This design comes from an exercise in tuning for small area, a short achievable clock period and few clock cycles per item on the open sky130 flow, not from production work.
The RTL was checked by simulation tests, not by an equivalence proof against the original design.
Power is estimated from default activity; no workload was simulated.

Setup of job 497:
==> flow/design.v (excerpt) <==
module walk_corr (
    input  wire         clk,
    input  wire         rst,
    input  wire         in_valid,
    output wire         in_ready,
    input  wire [23:0]  in_t_lo,
    input  wire [23:0]  in_t_l,
    input  wire [15:0]  in_tot_lo,
    input  wire [1:0]   in_level,
    input  wire [9:0]   in_thr_lo,
    input  wire [9:0]   in_thr_mid,
    input  wire [9:0]   in_thr_hi,
    input  wire         in_has_fall,
    input  wire         in_fall_en,
    input  wire         in_walk_en,
    input  wire [511:0] lut,
    output wire         out_valid,
    output wire [23:0]  out_t_c,
    output wire         out_nowalk
);
    localparam integer ND = 7;    
    assign in_ready = 1'b1;
    wire nowalk_i = !in_has_fall || !in_fall_en;
    wire pass_i   = !in_walk_en || nowalk_i;
    wire c_ml = in_thr_mid > in_thr_lo;
    wire c_hl = in_thr_hi  > in_thr_lo;
    wire c_hm = in_thr_hi  > in_thr_mid;
    wire lvl1 = (in_level == 2'd1);
    wire two_i  = lvl1 ? c_ml : (in_level != 2'd0) && (c_ml || c_hl);
    wire sel_hi = !lvl1 && (c_ml ? c_hm : c_hl);
    wire [9:0] d_mid = in_thr_mid - in_thr_lo;
    wire [9:0] d_hi  = in_thr_hi  - in_thr_lo;
    wire [9:0] d_i   = sel_hi ? d_hi : d_mid;
  ...
Size: roughly 3300 cells after synthesis, ~640 I/O pins, ~0.032 mm² of cells after synthesis.
clock: 13.0 ns
lec_check: 0
abc_clock_period_in_ps: 3000
cap_margin: 20
core_margin: 2
core_utilization: 40
setup_slack_margin: 5
slew_margin: 20
standard.sh (not shown) runs the stock make flow with config.mk's settings and CLKGATE_MAP_FILE= SYNTH_SCRIPT=/design/flow/synth_recipe.tcl, a recipe that flattens the netlist after the stock synthesis.
==> flow/flow/run.sh <==
#!/bin/bash
# The standard layout, with the smallest buffer (buf_1) on every input and
# output port instead of the one buffer_ports picks by default, and timing
# repair aiming at a tighter setup slack margin.
set -euo pipefail
export BUFFER_PORTS_ARGS="-buffer_cell sky130_fd_sc_hd__buf_1"
bash standard.sh SETUP_SLACK_MARGIN=8.0 finish > standard_flow.log 2>&1
Job 497 was carried through to the last stage, and its layout satisfied the timing, design-rule and antenna checks.
Testbench counts of job 497, summed over its fixed seeds: cycles 12,072, pulses 12,000.
What job 1267 does differently from job 497 at the input level:
--- a/flow/flow/run.sh
+++ b/flow/flow/run.sh
@@ -7 +7 @@
-bash standard.sh SETUP_SLACK_MARGIN=8.0 finish > standard_flow.log 2>&1
+bash standard.sh SETUP_SLACK_MARGIN=8.4 finish > standard_flow.log 2>&1
Notes after the runs:
Against job 497 as the reference, job 1267 delivers a higher global-route track usage on met1. | final cell count without fillers | lower: job 497 |. Critical path start-end classification = input pin to flop: job 497; critical path start-end classification = flop to flop: job 1267. Looking at post-route cell area, job 1267 sits 6.2% above job 497. Diff job 497 -> job 1267: switching component of the power moved up; wire length of the first global-routing pass saw an increase; overall via count from detail_route went up; clock share of power shrank by 2.3 points; power climbed 15%. Cmp job 497 and job 1267 / setup slack / higher: job 1267.
Setup changes, job 1267 to job 8087
==> flow/flow/run.sh <==
#!/bin/bash
# The standard layout, with the smallest buffer (buf_1) on every input and
# output port instead of the one buffer_ports picks by default.
set -euo pipefail
export BUFFER_PORTS_ARGS="-buffer_cell sky130_fd_sc_hd__buf_1"
bash standard.sh > standard_flow.log 2>&1
==> results.txt <==
The sequential cell count of job 1267 and that of job 8087 are within noise of each other.
In the tables for job 8087 and job 1267, wire length on met1 reads lower with job 8087.
Job 8087 gives less quantity of gates resized following cts than job 1267 did.
Routed wire length on job 8087 is down relative to job 1267.
Number of multi-input logic gates across job 8087 and job 1267: no real change.
Between job 8087 and job 1267, the difference in iteration count of the initial detailed-routing pass is negligible.
Against job 1267, job 8087 comes in 1.2 points lower on global-route usage.
Compared with job 1267, job 8087 shows a worst hold slack that is 16 ps lower.
> inputs changed (job 8087 -> job 2468)
--- a/flow/flow/run.sh
+++ b/flow/flow/run.sh
@@ -3 +3,2 @@
-# output port instead of the one buffer_ports picks by default.
+# output port instead of the one buffer_ports picks by default, and timing
+# repair aiming at a tighter setup slack margin.
@@ -6 +7 @@
-bash standard.sh > standard_flow.log 2>&1
+bash standard.sh SETUP_SLACK_MARGIN=7.6 finish > standard_flow.log 2>&1
Notes after the runs:
- Between job 2468 and job 8087, static power due to leakage is lower for job 8087, job 2468 comes in above that.
- Job 8087 vs job 2468, critical-path cell with the highest stage delay: sky130_fd_sc_hd__dfxtp_2 vs sky130_fd_sc_hd__nor3_4
- Switching power on job 2468 is behind job 8087.
- Reported for job 2468 and job 8087, number of synthesized flops with an enable pin turned out identical to the last digit.
- On job 2468: share of the clock period used by the worst path is 3.6 points lower than what job 8087 gave.
- Summary of job 2468 over job 8087: synthesis-to-finish area growth now sits higher; wire length +1200 µm.

[re-timing with driven ports]
In the flow no input, the clock included, has a driving cell. The finished layouts below were timed again as built, in two steps.
Step 1 (the two cells are an assumption about what drives the block):
set clk [get_ports {clk}]
set_driving_cell -lib_cell sky130_fd_sc_hd__clkbuf_16 $clk
set_driving_cell -lib_cell sky130_fd_sc_hd__buf_2 [delete_from_list [all_inputs] $clk]
Step 2 moves the port delays by t, midway between the first and last clock arrival at a register: inputs arrive t later, outputs are due t later. That takes back most of the time a late clock gives input paths.
a / b / c = ideal / step 1 / step 2; a / b = the first two.
run	shift t [ns]	setup slack, ns	worst data-port slew with drivers (ns)	pins driven straight from the clock port
job 497	0.673	8.057 / 8.065 / 7.391	0.30	1
job 1267	0.650	8.273 / 8.273 / 7.792	0.29	1
job 8087	0.687	7.386 / 7.386 / 7.219	0.31	1
job 2468	0.693	7.852 / 7.858 / 7.165	0.35	1
After both steps every run listed still meets setup and hold. For job 2468, which loses most, drivers alone change the setup slack by +0.006 ns; drivers and shift together by -0.687 ns.
